This is an optimization exercise on Yosys and OpenROAD, whose aim is small area and a short achievable clock period, not a production implementation. In this exercise RTL edits were held to simulation tests only and were not proved equivalent to the original. No activity file was given, so power comes from the tool's default toggle rates.

==> onyx <==
==> flow/design.v (excerpt) <==
module lens_fpu (
    input             clk,
    input             rst,
    input             f_mv,
    input      [3:0]  f_port,
    input      [31:0] f_data,
    output reg [31:0] f_out,
    output reg [4:0]  f_fl,
    output reg        f_done
);
    reg [31:0] b;
    reg        bh;                     
    reg [12:0] b_one, b_two, b_neg;    
    reg        v0;
    reg        o_as, o_sub, o_mul, o_eq, o_lt, o_le, o_itof, o_its, o_ftoi;
    reg [31:0] x0;
    reg        x0h;        
    wire trig = f_mv && (f_port == 4'd4 || f_port == 4'd5 || f_port == 4'd6 ||
                         f_port >= 4'd10);
    reg        st0;
    wire [25:0] bm_in = {2'b00, x0h, x0[22:0]};
    reg  [12:0] bo_in, bt_in, bn_in;
    integer     bi;
    always @(*) begin
        for (bi = 0; bi < 13; bi = bi + 1) begin
            bo_in[bi] = bm_in[2*bi] ^ ((bi == 0) ? 1'b0 : bm_in[2*bi-1]);
            bt_in[bi] = (bm_in[2*bi+1] & !bm_in[2*bi] & !((bi == 0) ? 1'b0 : bm_in[2*bi-1])) |
                        (!bm_in[2*bi+1] & bm_in[2*bi] & ((bi == 0) ? 1'b0 : bm_in[2*bi-1]));
            bn_in[bi] = bm_in[2*bi+1];
        end
    end
    reg        rst0;
    always @(posedge clk) begin
        rst0 <= rst;
        if (rst0) begin
            b     <= 32'd0;
            bh    <= 1'b0;
            b_one <= 13'd0;
            b_two <= 13'd0;
            b_neg <= 13'd0;
        end else if (st0) begin
            b     <= x0;
            bh    <= x0h;
            b_one <= bo_in;
            b_two <= bt_in;
            b_neg <= bn_in;
        end
    end
    always @(posedge clk) begin
        if (rst) begin
            v0  <= 1'b0;
            st0 <= 1'b0;
        end else begin
            v0  <= trig;
            st0 <= f_mv && f_port == 4'd0;
        end
        o_as   <= (f_port == 4'd4) || (f_port == 4'd5);
        o_sub  <= (f_port == 4'd5);
        o_mul  <= (f_port == 4'd6);
        o_eq   <= (f_port == 4'd10);
        o_lt   <= (f_port == 4'd11);
        o_le   <= (f_port == 4'd12);
  ...
Settings: LEC_CHECK=0, ABC_AREA=1, CAP_MARGIN=20, CORE_MARGIN=2, CORE_UTILIZATION=40, SLEW_MARGIN=20; clock period 17.0 ns.
standard.sh (not shown) runs the stock make flow with config.mk's settings and CLKGATE_MAP_FILE= SYNTH_SCRIPT=/design/flow/synth_recipe.tcl, a recipe that flattens the netlist after the stock synthesis.
==> flow/flow/run.sh <==
#!/bin/bash
# The standard layout, with two changes: timing repair aims for setup slack
# of at least SETUP_SLACK_MARGIN ns at the design's clock period, so that
# repair_timing sizes and buffers the longest paths; and the port buffers are
# buf_2 cells; repair may also change a cell's footprint. Make's output goes to flow_make.log (each tool's own log is
# under orfs/logs).
set -euo pipefail
bash standard.sh SETUP_SLACK_MARGIN=12.52 MATCH_CELL_FOOTPRINT=0 "BUFFER_PORTS_ARGS=-buffer_cell sky130_fd_sc_hd__buf_2" finish > flow_make.log 2>&1
==> tundra: changes against onyx <==
--- a/flow/design.v
+++ b/flow/design.v
@@ -5,86 +5,67 @@
     input      [3:0]  f_port,
     input      [31:0] f_data,
     output reg [31:0] f_out,
     output reg [4:0]  f_fl,
     output reg        f_done
 );
     reg [31:0] b;
-    reg        bh;                     
     reg [12:0] b_one, b_two, b_neg;    
     reg        v0;
-    reg        o_as, o_sub, o_mul, o_eq, o_lt, o_le, o_itof, o_its, o_ftoi;
+    reg [3:0]  op0;
     reg [31:0] x0;
     reg        x0h;        
     wire trig = f_mv && (f_port == 4'd4 || f_port == 4'd5 || f_port == 4'd6 ||
                          f_port >= 4'd10);
-    reg        st0;
-    wire [25:0] bm_in = {2'b00, x0h, x0[22:0]};
+    wire [25:0] bm_in = {2'b00, f_data[30:23] != 8'd0, f_data[22:0]};
     reg  [12:0] bo_in, bt_in, bn_in;
     integer     bi;
     always @(*) begin
         for (bi = 0; bi < 13; bi = bi + 1) begin
             bo_in[bi] = bm_in[2*bi] ^ ((bi == 0) ? 1'b0 : bm_in[2*bi-1]);
             bt_in[bi] = (bm_in[2*bi+1] & !bm_in[2*bi] & !((bi == 0) ? 1'b0 : bm_in[2*bi-1])) |
                         (!bm_in[2*bi+1] & bm_in[2*bi] & ((bi == 0) ? 1'b0 : bm_in[2*bi-1]));
             bn_in[bi] = bm_in[2*bi+1];
         end
     end
-    reg        rst0;
     always @(posedge clk) begin
-        rst0 <= rst;
-        if (rst0) begin
+        if (rst) begin
             b     <= 32'd0;
-            bh    <= 1'b0;
             b_one <= 13'd0;
             b_two <= 13'd0;
             b_neg <= 13'd0;
-        end else if (st0) begin
-            b     <= x0;
-            bh    <= x0h;
-            b_one <= bo_in;
-            b_two <= bt_in;
-            b_neg <= bn_in;
-        end
-    end
-    always @(posedge clk) begin
-        if (rst) begin
-            v0  <= 1'b0;
-            st0 <= 1'b0;
+            v0    <= 1'b0;
         end else begin
-            v0  <= trig;
-            st0 <= f_mv && f_port == 4'd0;
+            if (f_mv && f_port == 4'd0) begin
+                b     <= f_data;
+                b_one <= bo_in;
+                b_two <= bt_in;
+                b_neg <= bn_in;
+            end
+            v0 <= trig;
         end
-        o_as   <= (f_port == 4'd4) || (f_port == 4'd5);
-        o_sub  <= (f_port == 4'd5);
-        o_mul  <= (f_port == 4'd6);
-        o_eq   <= (f_port == 4'd10);
-        o_lt   <= (f_port == 4'd11);
-        o_le   <= (f_port == 4'd12);
-        o_itof <= (f_port == 4'd13) || (f_port == 4'd14);
-        o_its  <= (f_port == 4'd13);
-        o_ftoi <= (f_port == 4'd15);
+        op0 <= f_port;
         x0  <= f_data;
         x0h <= (f_data[30:23] != 8'd0);
     end
-    wire is_as   = o_as;
-    wire is_mul  = o_mul;
-    wire is_eq   = o_eq;
-    wire is_lt   = o_lt;
-    wire is_le   = o_le;
-    wire is_itof = o_itof;
+    wire is_as   = (op0 == 4'd4) || (op0 == 4'd5);
+    wire is_mul  = (op0 == 4'd6);
+    wire is_eq   = (op0 == 4'd10);
+    wire is_lt   = (op0 == 4'd11);
+    wire is_le   = (op0 == 4'd12);
+    wire is_itof = (op0 == 4'd13) || (op0 == 4'd14);
     wire        xs = x0[31];
     wire [7:0]  xe = x0[30:23];
     wire [22:0] xf = x0[22:0];
     wire        ys = b[31];
-    wire        yse = b[31] ^ o_sub;    
+    wire        yse = b[31] ^ (op0 == 4'd5);    
     wire [7:0]  ye = b[30:23];
     wire [22:0] yf = b[22:0];
     wire xe_z = !x0h;
-    wire ye_z = !bh;
+    wire ye_z = (ye == 8'd0);
     wire xe_f = (xe == 8'hFF);
     wire ye_f = (ye == 8'hFF);
     wire xf_z = (xf == 23'd0);
     wire yf_z = (yf == 23'd0);
     wire x_nan  = xe_f && !xf_z;
     wire y_nan  = ye_f && !yf_z;
     wire x_snan = x_nan && !xf[22];
@@ -100,37 +81,34 @@
     wire [7:0]  xex = {xe[7:1], xe[0] | xe_z};    
     wire [7:0]  yex = {ye[7:1], ye[0] | ye_z};
     wire x_ge  = (x0[30:0] >= b[30:0]);
     wire m_eq  = (x0[30:0] == b[30:0]);
     wire        sub_e = xs ^ yse;
     wire [8:0]  d_xy  = {1'b0, xex} - {1'b0, yex};
     wire [8:0]  d_yx  = {1'b0, yex} - {1'b0, xex};
-    wire        e_ge  = !d_xy[8];
-    wire        e_eq  = (xex == yex);
-    wire [7:0]  ed    = e_ge ? d_xy[7:0] : d_yx[7:0];
+    wire [7:0]  ed    = x_ge ? d_xy[7:0] : d_yx[7:0];
     wire [23:0] lm    = x_ge ? xm : ym;
-    wire [23:0] sm    = e_ge ? ym : xm;
-    wire [7:0]  le    = e_ge ? xex : yex;
+    wire [23:0] sm    = x_ge ? ym : xm;
+    wire [7:0]  le    = x_ge ? xex : yex;
     wire        ls    = x_ge ? xs : yse;
     wire        ed_big = (ed > 8'd26);
     wire [4:0]  eds   = ed[4:0];
     wire [26:0] sm_w  = {sm, 3'b000};
-    wire [26:0] sm_s0 = ed_big ? 27'd0 : (sm_w >> eds);
+    wire [26:0] sm_sh = ed_big ? 27'd0 : (sm_w >> eds);
     wire        a_stk = ed_big ? (sm != 24'd0) : ((sm_w & ~(27'h7FF_FFFF << eds)) != 27'd0);
-    wire [26:0] sm_sh = (e_eq && !x_ge) ? {xm, 3'b000} : sm_s0;
     wire [27:0] al    = {1'b0, lm, 3'b000};
-    wire [27:0] as_   = {1'b0, sm_sh[26:1], sm_sh[0] | (a_stk && !e_eq)};
+    wire [27:0] as_   = {1'b0, sm_sh[26:1], sm_sh[0] | a_stk};
     wire [47:0] pra, prb;
     lens_fpu_mul24 u_mul (.x(xm), .one(b_one), .two(b_two), .neg(b_neg), .ra(pra), .rb(prb));
     wire [8:0]  ez   = {1'b0, xex} + {1'b0, yex};
     wire signed [9:0] eb_mul = $signed({1'b0, ez}) - 10'sd126;
     wire        m_tiny = (eb_mul <= 10'sd0);
     wire signed [9:0] eb_m31 = eb_mul + 10'sd31;
     wire [6:0]  t_mul = eb_m31[9] ? 7'd0 : eb_m31[6:0];
-    wire        i_neg = o_its && x0[31];
+    wire        i_neg = (op0 == 4'd13) && x0[31];
     wire [6:0]  t_fi  = (xe >= 8'd127) ? (xe[6:0] + 7'd2) : 7'd0;     
     wire        fi_ovf = (xe >= 8'd158);
     wire [4:0]  tzx, tzy;
     lens_fpu_tz24 u_tzx (.a(xm), .tz(tzx));
     lens_fpu_tz24 u_tzy (.a(ym), .tz(tzy));
     wire [5:0]  tzs = {1'b0, tzx} + (is_mul ? {1'b0, tzy} : 6'd0);
     wire both_z = x_zero & y_zero;
@@ -195,41 +173,44 @@
             ra_n = {al, 20'd0}; rb_n = {as_ ^ {28{sub_e}}, {20{sub_e}}}; ci_n = sub_e;
             eb_n = {2'b00, le} + 10'd1; s_n = ls; fix_n = 1'b0; int_n = 1'b0;
         end else if (is_itof) begin
             ra_n = {x0 ^ {32{i_neg}}, 16'd0}; rb_n = {31'd0, i_neg, 16'd0};
             eb_n = 10'd158; s_n = i_neg; fix_n = 1'b0; int_n = 1'b0;
         end
     end
+    wire        sen_n  = !fix_n && !eb_n[9] && (eb_n <= 10'd48);
+    wire [9:0]  senp10 = 10'd48 - eb_n;
     reg        v1;
     reg [47:0] r1_a, r1_b;
     reg        r1_ci;
     reg [9:0]  r1_eb;
-    reg        r1_s, r1_fix, r1_int;
+    reg        r1_s, r1_fix, r1_int, r1_sen;
     reg [6:0]  r1_t;
+    reg [5:0]  r1_senp;
     reg [5:0]  r1_tzs;     
     reg [6:0]  r1_sp;      
     always @(posedge clk) begin
         if (rst) v1 <= 1'b0;
         else     v1 <= v0;
         r1_a    <= ra_n;
         r1_b    <= rb_n;
         r1_ci   <= ci_n;
         r1_eb   <= eb_n;
         r1_s    <= s_n;
         r1_fix  <= fix_n;
         r1_int  <= int_n;
         r1_t    <= t_n;
+        r1_sen  <= sen_n;
+        r1_senp <= senp10[5:0];
         r1_tzs  <= tzs;
         r1_sp   <= {sp, sp_nv, sp_s, sp_e, sp_q, sp_m, sp_b0};
     end
     wire [48:0] vc = {r1_a, 1'b1} + {r1_b, r1_ci};
     wire [47:0] v  = vc[48:1];
-    wire        sen     = !r1_eb[9] && (r1_eb <= 10'd48);
-    wire [9:0]  senp    = 10'd48 - r1_eb;
-    wire [47:0] sen_bit = sen ? (48'd1 << senp[5:0]) : 48'd0;
+    wire [47:0] sen_bit = r1_sen ? (48'd1 << r1_senp) : 48'd0;
     wire [63:0] vl = {v | sen_bit, 16'hFFFF};
     reg  [5:0]  lz;
     reg  [31:0] z1v; reg [31:0] z1p;
     reg  [15:0] z2v; reg [31:0] z2p;
     reg  [7:0]  z3v; reg [23:0] z3p;
     reg  [3:0]  z4v; reg [15:0] z4p;
     reg  [1:0]  z5v; reg [9:0]  z5p;
==> flow/run.sh (new file) <==
#!/bin/bash
# synth_recipe.tcl (not shown) runs the flow's synth.tcl, then flattens the netlist and writes it again
# the make line also repeats each setting of config.mk as NAME=value (left out here)
make -C /OpenROAD-flow-scripts/flow DESIGN_CONFIG=/design/flow/config.mk WORK_HOME=/design/flow/orfs CLKGATE_MAP_FILE= SYNTH_SCRIPT=/design/flow/synth_recipe.tcl finish
removed: flow/flow/run.sh
removed: flow/standard.sh
==> harbor: changes against onyx <==
--- a/flow/design.v
+++ b/flow/design.v
@@ -5,86 +5,67 @@
     input      [3:0]  f_port,
     input      [31:0] f_data,
     output reg [31:0] f_out,
     output reg [4:0]  f_fl,
     output reg        f_done
 );
     reg [31:0] b;
-    reg        bh;                     
     reg [12:0] b_one, b_two, b_neg;    
     reg        v0;
-    reg        o_as, o_sub, o_mul, o_eq, o_lt, o_le, o_itof, o_its, o_ftoi;
+    reg [3:0]  op0;
     reg [31:0] x0;
     reg        x0h;        
     wire trig = f_mv && (f_port == 4'd4 || f_port == 4'd5 || f_port == 4'd6 ||
                          f_port >= 4'd10);
-    reg        st0;
-    wire [25:0] bm_in = {2'b00, x0h, x0[22:0]};
+    wire [25:0] bm_in = {2'b00, f_data[30:23] != 8'd0, f_data[22:0]};
     reg  [12:0] bo_in, bt_in, bn_in;
     integer     bi;
     always @(*) begin
         for (bi = 0; bi < 13; bi = bi + 1) begin
             bo_in[bi] = bm_in[2*bi] ^ ((bi == 0) ? 1'b0 : bm_in[2*bi-1]);
             bt_in[bi] = (bm_in[2*bi+1] & !bm_in[2*bi] & !((bi == 0) ? 1'b0 : bm_in[2*bi-1])) |
                         (!bm_in[2*bi+1] & bm_in[2*bi] & ((bi == 0) ? 1'b0 : bm_in[2*bi-1]));
             bn_in[bi] = bm_in[2*bi+1];
         end
     end
-    reg        rst0;
     always @(posedge clk) begin
-        rst0 <= rst;
-        if (rst0) begin
+        if (rst) begin
             b     <= 32'd0;
-            bh    <= 1'b0;
             b_one <= 13'd0;
             b_two <= 13'd0;
             b_neg <= 13'd0;
-        end else if (st0) begin
-            b     <= x0;
-            bh    <= x0h;
-            b_one <= bo_in;
-            b_two <= bt_in;
-            b_neg <= bn_in;
-        end
-    end
-    always @(posedge clk) begin
-        if (rst) begin
-            v0  <= 1'b0;
-            st0 <= 1'b0;
+            v0    <= 1'b0;
         end else begin
-            v0  <= trig;
-            st0 <= f_mv && f_port == 4'd0;
+            if (f_mv && f_port == 4'd0) begin
+                b     <= f_data;
+                b_one <= bo_in;
+                b_two <= bt_in;
+                b_neg <= bn_in;
+            end
+            v0 <= trig;
         end
-        o_as   <= (f_port == 4'd4) || (f_port == 4'd5);
-        o_sub  <= (f_port == 4'd5);
-        o_mul  <= (f_port == 4'd6);
-        o_eq   <= (f_port == 4'd10);
-        o_lt   <= (f_port == 4'd11);
-        o_le   <= (f_port == 4'd12);
-        o_itof <= (f_port == 4'd13) || (f_port == 4'd14);
-        o_its  <= (f_port == 4'd13);
-        o_ftoi <= (f_port == 4'd15);
+        op0 <= f_port;
         x0  <= f_data;
         x0h <= (f_data[30:23] != 8'd0);
     end
-    wire is_as   = o_as;
-    wire is_mul  = o_mul;
-    wire is_eq   = o_eq;
-    wire is_lt   = o_lt;
-    wire is_le   = o_le;
-    wire is_itof = o_itof;
+    wire is_as   = (op0 == 4'd4) || (op0 == 4'd5);
+    wire is_mul  = (op0 == 4'd6);
+    wire is_eq   = (op0 == 4'd10);
+    wire is_lt   = (op0 == 4'd11);
+    wire is_le   = (op0 == 4'd12);
+    wire is_itof = (op0 == 4'd13) || (op0 == 4'd14);
     wire        xs = x0[31];
     wire [7:0]  xe = x0[30:23];
     wire [22:0] xf = x0[22:0];
     wire        ys = b[31];
-    wire        yse = b[31] ^ o_sub;    
+    wire        yse = b[31] ^ (op0 == 4'd5);    
     wire [7:0]  ye = b[30:23];
     wire [22:0] yf = b[22:0];
     wire xe_z = !x0h;
-    wire ye_z = !bh;
+    wire ye_z = (ye == 8'd0);
     wire xe_f = (xe == 8'hFF);
     wire ye_f = (ye == 8'hFF);
     wire xf_z = (xf == 23'd0);
     wire yf_z = (yf == 23'd0);
     wire x_nan  = xe_f && !xf_z;
     wire y_nan  = ye_f && !yf_z;
     wire x_snan = x_nan && !xf[22];
@@ -100,37 +81,34 @@
     wire [7:0]  xex = {xe[7:1], xe[0] | xe_z};    
     wire [7:0]  yex = {ye[7:1], ye[0] | ye_z};
     wire x_ge  = (x0[30:0] >= b[30:0]);
     wire m_eq  = (x0[30:0] == b[30:0]);
     wire        sub_e = xs ^ yse;
     wire [8:0]  d_xy  = {1'b0, xex} - {1'b0, yex};
     wire [8:0]  d_yx  = {1'b0, yex} - {1'b0, xex};
-    wire        e_ge  = !d_xy[8];
-    wire        e_eq  = (xex == yex);
-    wire [7:0]  ed    = e_ge ? d_xy[7:0] : d_yx[7:0];
+    wire [7:0]  ed    = x_ge ? d_xy[7:0] : d_yx[7:0];
     wire [23:0] lm    = x_ge ? xm : ym;
-    wire [23:0] sm    = e_ge ? ym : xm;
-    wire [7:0]  le    = e_ge ? xex : yex;
+    wire [23:0] sm    = x_ge ? ym : xm;
+    wire [7:0]  le    = x_ge ? xex : yex;
     wire        ls    = x_ge ? xs : yse;
     wire        ed_big = (ed > 8'd26);
     wire [4:0]  eds   = ed[4:0];
     wire [26:0] sm_w  = {sm, 3'b000};
-    wire [26:0] sm_s0 = ed_big ? 27'd0 : (sm_w >> eds);
+    wire [26:0] sm_sh = ed_big ? 27'd0 : (sm_w >> eds);
     wire        a_stk = ed_big ? (sm != 24'd0) : ((sm_w & ~(27'h7FF_FFFF << eds)) != 27'd0);
-    wire [26:0] sm_sh = (e_eq && !x_ge) ? {xm, 3'b000} : sm_s0;
     wire [27:0] al    = {1'b0, lm, 3'b000};
-    wire [27:0] as_   = {1'b0, sm_sh[26:1], sm_sh[0] | (a_stk && !e_eq)};
+    wire [27:0] as_   = {1'b0, sm_sh[26:1], sm_sh[0] | a_stk};
     wire [47:0] pra, prb;
     lens_fpu_mul24 u_mul (.x(xm), .one(b_one), .two(b_two), .neg(b_neg), .ra(pra), .rb(prb));
     wire [8:0]  ez   = {1'b0, xex} + {1'b0, yex};
     wire signed [9:0] eb_mul = $signed({1'b0, ez}) - 10'sd126;
     wire        m_tiny = (eb_mul <= 10'sd0);
     wire signed [9:0] eb_m31 = eb_mul + 10'sd31;
     wire [6:0]  t_mul = eb_m31[9] ? 7'd0 : eb_m31[6:0];
-    wire        i_neg = o_its && x0[31];
+    wire        i_neg = (op0 == 4'd13) && x0[31];
     wire [6:0]  t_fi  = (xe >= 8'd127) ? (xe[6:0] + 7'd2) : 7'd0;     
     wire        fi_ovf = (xe >= 8'd158);
     wire [4:0]  tzx, tzy;
     lens_fpu_tz24 u_tzx (.a(xm), .tz(tzx));
     lens_fpu_tz24 u_tzy (.a(ym), .tz(tzy));
     wire [5:0]  tzs = {1'b0, tzx} + (is_mul ? {1'b0, tzy} : 6'd0);
     wire both_z = x_zero & y_zero;
@@ -195,41 +173,44 @@
             ra_n = {al, 20'd0}; rb_n = {as_ ^ {28{sub_e}}, {20{sub_e}}}; ci_n = sub_e;
             eb_n = {2'b00, le} + 10'd1; s_n = ls; fix_n = 1'b0; int_n = 1'b0;
         end else if (is_itof) begin
             ra_n = {x0 ^ {32{i_neg}}, 16'd0}; rb_n = {31'd0, i_neg, 16'd0};
             eb_n = 10'd158; s_n = i_neg; fix_n = 1'b0; int_n = 1'b0;
         end
     end
+    wire        sen_n  = !fix_n && !eb_n[9] && (eb_n <= 10'd48);
+    wire [9:0]  senp10 = 10'd48 - eb_n;
     reg        v1;
     reg [47:0] r1_a, r1_b;
     reg        r1_ci;
     reg [9:0]  r1_eb;
-    reg        r1_s, r1_fix, r1_int;
+    reg        r1_s, r1_fix, r1_int, r1_sen;
     reg [6:0]  r1_t;
+    reg [5:0]  r1_senp;
     reg [5:0]  r1_tzs;     
     reg [6:0]  r1_sp;      
     always @(posedge clk) begin
         if (rst) v1 <= 1'b0;
         else     v1 <= v0;
         r1_a    <= ra_n;
         r1_b    <= rb_n;
         r1_ci   <= ci_n;
         r1_eb   <= eb_n;
         r1_s    <= s_n;
         r1_fix  <= fix_n;
         r1_int  <= int_n;
         r1_t    <= t_n;
+        r1_sen  <= sen_n;
+        r1_senp <= senp10[5:0];
         r1_tzs  <= tzs;
         r1_sp   <= {sp, sp_nv, sp_s, sp_e, sp_q, sp_m, sp_b0};
     end
     wire [48:0] vc = {r1_a, 1'b1} + {r1_b, r1_ci};
     wire [47:0] v  = vc[48:1];
-    wire        sen     = !r1_eb[9] && (r1_eb <= 10'd48);
-    wire [9:0]  senp    = 10'd48 - r1_eb;
-    wire [47:0] sen_bit = sen ? (48'd1 << senp[5:0]) : 48'd0;
+    wire [47:0] sen_bit = r1_sen ? (48'd1 << r1_senp) : 48'd0;
     wire [63:0] vl = {v | sen_bit, 16'hFFFF};
     reg  [5:0]  lz;
     reg  [31:0] z1v; reg [31:0] z1p;
     reg  [15:0] z2v; reg [31:0] z2p;
     reg  [7:0]  z3v; reg [23:0] z3p;
     reg  [3:0]  z4v; reg [15:0] z4p;
     reg  [1:0]  z5v; reg [9:0]  z5p;
==> flow/flow/run.sh (replaced) <==
#!/bin/bash
# The standard layout, with timing repair aiming for setup slack of at least
# SETUP_SLACK_MARGIN ns at the design's clock period, so that repair_timing
# sizes and buffers the longest paths. Make's output goes to flow_make.log.
set -euo pipefail
bash standard.sh SETUP_SLACK_MARGIN=12 finish > flow_make.log 2>&1
==> comparison <==
- Against onyx, the via count of tundra is lower by 1.3%.
- Worst setup slack: onyx > harbor > tundra.
- onyx produced a clean layout. harbor finished clean. tundra completed without violations.
- Global-route usage, lowest first: tundra, harbor, onyx.
- Sequential power is about the same in tundra and harbor.
- Between harbor and onyx, the lower clock power is in harbor (gap about 5%, measured against onyx).
- In onyx the first-iteration DRC count is larger than in harbor, by about 28%.
- The lowest power belongs to onyx, the highest to harbor.
- Maximum frequency: tundra < harbor < onyx.
- Of tundra and onyx, tundra has the higher combinational power (gap about 34%, measured against onyx).

[static timing again, ports no longer ideal]
In the flow no input, the clock included, has a driving cell. The finished layouts below were timed again as built, in two steps. Step 1, drivers: a clkbuf_16 drives clk and a buf_2 each remaining input, both assumed. Step 2 also shifts input and output timing later by t, the mid clock arrival at the registers, as if the neighbouring blocks saw the same clock. Slacks: no drivers / after step 1 / after step 2; pairs: no drivers / after step 1.
run | t (ns) | setup WS [ns] | worst setup path at the end | pins driven straight from the clock port
onyx | 0.690 | 12.505 / 12.451 / 12.505 | register to register | 1
tundra | 0.671 | 11.216 / 11.216 / 10.840 | input to register | 1
harbor | 0.671 | 12.039 / 12.039 / 11.483 | input to register | 1
After both steps every run listed still meets setup and hold. For harbor, which loses most, drivers alone change the setup slack by 0.000 ns; drivers and shift together by -0.556 ns.
